Context: an optimization exercise on an open-source flow, tuned for small area. The choices shown serve that exercise and are no tape-out recipe.
The RTL was checked by simulation tests, not by an equivalence proof against the original design.
Power and IR drop assume default switching activity. The flow treats the clock pin as an ideal source, which a real chip does not have.

==> build 30: inputs <==
## zr_wheel
module zr_wheel (
    input  wire        clk,
    input  wire        rst_n,           
    input  wire        tick,
    input  wire        lol,
    input  wire        abort,
    input  wire        retune,
    input  wire        cmd_start,
    input  wire        cmd_stop,
    input  wire        cmd_home,
    input  wire        cfg_we,
    input  wire [2:0]  cfg_addr,
    input  wire [31:0] cfg_wdata,
    input  wire        seg_we,
    input  wire [3:0]  seg_widx,
    input  wire [31:0] seg_wword0,
    input  wire [31:0] seg_wword1,
    input  wire        load_commit,
    input  wire [5:0]  load_nseg,
    output reg  [31:0] ofs,
    output reg  [1:0]  state,
    output reg         gliding,
    output reg         pend,
    output reg         home_pend,
    output reg  [3:0]  seg,
    output reg  [15:0] pcnt,
    output reg  [15:0] underrun_cnt,
    output reg  [15:0] clip_cnt,
    output reg         ev_clip,
    output reg         ev_empty,
    output reg         ev_done,
    output reg         ev_glide,
    output reg         ev_underrun,
    output reg         ev_pause,
    output reg         ev_resume,
    output reg         ev_abort,
    output reg         ev_poison,
    output reg         ev_nostart
);
clock: 15.0 ns
lec_check: 0
abc_area: 1
cap_margin: 10
core_margin: 2
core_utilization: 60
slew_margin: 10
standard.sh (not shown) runs the stock make flow with config.mk's settings and CLKGATE_MAP_FILE= SYNTH_SCRIPT=/design/flow/synth_recipe.tcl, a recipe that flattens the netlist after the stock synthesis.
==> flow/flow/run.sh <==
#!/bin/bash
# Standard ORFS layout with three changes:
#  - Yosys's ABC step uses flow/abc_area.script (area-oriented mapping with
#    choices) instead of ORFS's abc_area.script; nothing else in synthesis
#    changes, so the registers are those of the standard synthesis;
#  - ports are buffered with the smallest buffer;
#  - clock tree synthesis uses larger sink clusters and no dummy loads.
set -euo pipefail
here=$(pwd)
rm -rf "$here/scripts_local"
cp -r "$FLOW_HOME/scripts" "$here/scripts_local"
cp "$here/flow/abc_area.script" "$here/scripts_local/abc_area.script"
export SCRIPTS_DIR="$here/scripts_local"
export BUFFER_PORTS_ARGS="-buffer_cell sky130_fd_sc_hd__buf_1"
export CTS_ARGS="-sink_clustering_enable -repair_clock_nets -dont_use_dummy_load -sink_clustering_size 30 -sink_clustering_max_diameter 70"
bash standard.sh > "$here/standard.log" 2>&1
==> flow/flow/abc_area.script <==
strash
dch -f
map -a
&get -n
&dch -f
&nf -R 1000
&put
topo
stime -c
buffer -c
upsize -c
dnsize -c
==> inputs of trial 18, as changes to build 30 <==
--- a/flow/flow/run.sh
+++ b/flow/flow/run.sh
@@ -12,5 +12,5 @@
 cp "$here/flow/abc_area.script" "$here/scripts_local/abc_area.script"
 export SCRIPTS_DIR="$here/scripts_local"
 export BUFFER_PORTS_ARGS="-buffer_cell sky130_fd_sc_hd__buf_1"
-export CTS_ARGS="-sink_clustering_enable -repair_clock_nets -dont_use_dummy_load -sink_clustering_size 30 -sink_clustering_max_diameter 70"
+export CTS_ARGS="-sink_clustering_enable -repair_clock_nets -dont_use_dummy_load -sink_clustering_size 30 -sink_clustering_max_diameter 100"
 bash standard.sh > "$here/standard.log" 2>&1
--- a/flow/config.mk
+++ b/flow/config.mk
@@ -8,5 +8,5 @@
 export ABC_AREA = 1
 export CAP_MARGIN = 10
 export CORE_MARGIN = 2
-export CORE_UTILIZATION = 60
+export CORE_UTILIZATION = 70
 export SLEW_MARGIN = 10
==> qor summary <==
| quantity | build 30 | trial 18 |
|---|---|---|
| Post-synthesis to final-layout area growth | 7.46% | 5.82% |
| Routability Congestion | 0.938 | 0.916 |
| Routed vias | 55,900 | 56,500 |
| Run status | finished clean | finished clean |
| Chip width | 382 um | 354 um |
| Crit path arrival time | 14.55 ns | 14.34 ns |
| Worst-case vdd ir drop | 0.000105 V | 0.000121 V |
| Post-Place Worst Slack | 1.31 ns | 1.02 ns |
| Number of tap instances | 1,890 | 1,625 |
| Dpl hpwl | 152,000 um | 146,000 um |
| Lkg Pwr | 31.0 nW | 30.4 nW |
| Final-layout clock buffer total | 121 | 81 |
| Power share of the sequential group | 0.614 | 0.650 |
| Number of cells traversed by the worst register-to-register path | 61 | 60 |
| Summed area of non-filler cells in the final layout | 92,300 sq um | 90,900 sq um |
| Required time of the critical path | 15.68 ns | 15.58 ns |
| Tightest Pin Transition | 1.34 ns | 1.37 ns |
| Post-layout total power | 10.4 mW | 9.84 mW |

-- afterwards: timing with drivers on the ports --
Ports are ideal in the flow. The routed layouts listed here were re-timed in OpenROAD.
Step 1 assumes that a clkbuf_16 drives the clock port and a buf_2 every other input.
Step 2 moves the port delays by t, midway between the first and last clock arrival at a register: inputs arrive t later, outputs are due t later. That takes back most of the time a late clock gives input paths.
Slacks: no drivers / after step 1 / after step 2; pairs: no drivers / after step 1.
| run | shift t [ns] | slack for setup (ns) | pins driven straight from the clock port |
|---|---|---|---|
| build 30 | 0.814 | 1.129 / 1.129 / 1.129 | 1 |
| trial 18 | 0.765 | 1.245 / 1.245 / 1.245 | 1 |
After both steps setup and hold are still met in every run listed.
